From an optimization exercise on the open Yosys and OpenROAD flow, aimed at small area and a short achievable clock period; shortcuts taken in it are not production practice.
RTL that was checked went through simulation tests only; none was proved equivalent to the original.

==> 06-06 <==
## bv_cp2
module bv_cp2 (
    input  wire        clk,
    input  wire        rst,         
    input  wire        issue,       
    input  wire [5:0]  op,          
    input  wire [23:0] ga,
    input  wire [23:0] gb,
    output reg         r1_valid,    
    output wire [23:0] r1_data,     
    output reg         r2_valid,    
    output reg  [23:0] r2_data,     
    output reg         r1_ill       
);
clock: 15.0 ns
lec_check: 0
cap_margin: 20
core_margin: 2
core_utilization: 50
place_density: 0.75
slew_margin: 20
standard.sh (not shown) runs the stock make flow with config.mk's settings and CLKGATE_MAP_FILE= SYNTH_SCRIPT=/design/flow/synth_recipe.tcl, a recipe that flattens the netlist after the stock synthesis.
==> flow/flow/run.sh <==
#!/bin/bash
# The standard layout (the standard.sh, its synthesis unchanged), with
# timing repair asked to leave a setup slack of at least SETUP_SLACK_MARGIN
# ns at the design's clock period: the design's paths are far shorter than
# the period, so without the margin the repair steps do nothing. Every port
# still gets its own buffer, a buf_2 rather than the flow's default choice
# of a delay cell.
# make's full output goes to flow.log; each step's log is under orfs/logs.
set -euo pipefail
bash standard.sh SETUP_SLACK_MARGIN=8.5 "BUFFER_PORTS_ARGS=-buffer_cell sky130_fd_sc_hd__buf_2" finish > flow.log 2>&1
==> 07-13 (differences from 06-06) <==
--- a/flow/design.v
+++ b/flow/design.v
@@ -39,22 +39,37 @@
     wire dec_rd   = (op >= 6'h0A) && (op <= 6'h0F);
     wire dec_conj = (op == 6'h04) || (op == 6'h08) || (op == 6'h06);
     wire [11:0] gai = ga[23:12];
     wire [11:0] gaq = ga[11:0];
     wire [11:0] gbi = gb[23:12];
     wire [11:0] gbq = gb[11:0];
-    wire k0 = gb[0];
-    wire k1 = gb[1];
-    wire [11:0] pi = op[2] ? 12'd0 : gai;
-    wire [11:0] qi = op[2] ? (k0 ? gaq : gai) : (op[1] ? 12'd0 : gbi);
-    wire        si = op[2] ? (k0 ^ k1) : op[0];
-    wire [11:0] pq = (op[2] | op[1]) ? 12'd0 : gaq;
-    wire [11:0] qq = op[2] ? (k0 ? gai : gaq) : (op[1] ? gaq : gbq);
-    wire        sq = op[2] ? k1 : (op[1] | op[0]);
-    wire [12:0] r1i = {pi[11], pi} + ({qi[11], qi} ^ {13{si}}) + {12'd0, si};
-    wire [12:0] r1q = {pq[11], pq} + ({qq[11], qq} ^ {13{sq}}) + {12'd0, sq};
+    wire [12:0] pai = {gai[11], gai};
+    wire [12:0] paq = {gaq[11], gaq};
+    wire [12:0] pbi = {gbi[11], gbi};
+    wire [12:0] pbq = {gbq[11], gbq};
+    wire [12:0] add_i = pai + pbi;
+    wire [12:0] add_q = paq + pbq;
+    wire [12:0] sub_i = pai - pbi;
+    wire [12:0] sub_q = paq - pbq;
+    wire [12:0] neg_i = -pai;
+    wire [12:0] neg_q = -paq;
+    reg [12:0] r1i, r1q;
+    always @* begin
+        case (op[2:0])
+            3'd0: begin r1i = add_i; r1q = add_q; end         
+            3'd1: begin r1i = sub_i; r1q = sub_q; end         
+            3'd2: begin r1i = pai;   r1q = neg_q; end         
+            default:                                          
+                case (gb[1:0])
+                    2'd0: begin r1i = pai;   r1q = paq;   end
+                    2'd1: begin r1i = neg_q; r1q = pai;   end
+                    2'd2: begin r1i = neg_i; r1q = neg_q; end
+                    default: begin r1i = paq; r1q = neg_i; end
+                endcase
+        endcase
+    end
     wire [23:0] gy = dec_pwr ? ga : gb;
     wire [12:0] gyi = {gy[23:12], 1'b0};
     wire [12:0] gyq = {gy[11:0], 1'b0};
     reg  [5:0]  d_one_i, d_two_i, d_neg_i, d_one_q, d_two_q, d_neg_q;
     integer n;
     wire dec_x = dec_mul | dec_pwr | dec_mac;
==> flow/flow/run.sh (replaced) <==
#!/bin/bash
# The standard layout, with timing repair aiming for setup slack of at
# least SETUP_SLACK_MARGIN ns at the design's clock period (the design's
# paths are far shorter than the period, so without a margin the repair
# has nothing to do).
set -euo pipefail
bash standard.sh SETUP_SLACK_MARGIN=9 finish > flow.log 2>&1
==> flow/config.mk (replaced) <==
export PLATFORM = sky130hd
export DESIGN_NAME = bv_cp2
export DESIGN_NICKNAME = bv_cp2
export VERILOG_FILES = /design/flow/design.v
export SDC_FILE = /design/flow/constraint.sdc
export NUM_CORES = 4
export LEC_CHECK = 0
export CAP_MARGIN = 20
export CORE_MARGIN = 2
export CORE_UTILIZATION = 30
export SLEW_MARGIN = 20
==> results.cfg <==
[die]
dieArea_um2 = 99000
core_um2 = 95300

[worst_setup_path]
critPathBufInv = 4

[sta]
hold-worst-slack_ns = 0.485

[pwr]
power_leakage_nw = 14.2
power_mw = 4.91

[worst_hold_path]
hp-start = acc_re[3]

[status]
status = finished clean
-- figures above: 07-13

==> results.cfg <==
[status]
status = finished clean

[sta]
hold-worst-slack_ns = 0.459

[pwr]
power_leakage_nw = 12.6
power_mw = 4.01

[die]
dieArea_um2 = 57600
core_um2 = 55100

[worst_hold_path]
hp-start = v_rd

[detailed_routing]
wirelength_um = 97100

[worst_setup_path]
critPathBufInv = 6

[finish]
layout_common_cells = inv_1, xnor2_1, fa_1, nand2_1, a22oi_1
-- figures above: 06-06

The RTL of 07-13 was laid out without a check of its function.

==> afterwards: timing with drivers on the ports <==
The flow's constraints put no driver on any port. The routed layouts listed below were extracted and timed again, unchanged, in two steps. Step 1, drivers: a clkbuf_16 drives clk and a buf_2 each remaining input, both assumed. Step 2, shift: input delay + t, output delay - t, t = (earliest + latest rising clock arrival at the registers) / 2. This alone moves slack from input paths to output paths. Three values: ideal, step 1, step 2; two values: the first two.
run	t, ns	setup slack, ns	hold WS [ns]	worst slew at a driven data input, ns
06-06	0.536	8.649 / 8.649 / 8.353	0.459 / 0.459 / 0.459	0.06
07-13	0.585	8.981 / 8.981 / 8.551	0.485 / 0.485 / 0.485	0.07
After both steps every run listed still meets setup and hold. For 07-13, which loses most, drivers alone change the setup slack by 0.000 ns; drivers and shift together by -0.430 ns.
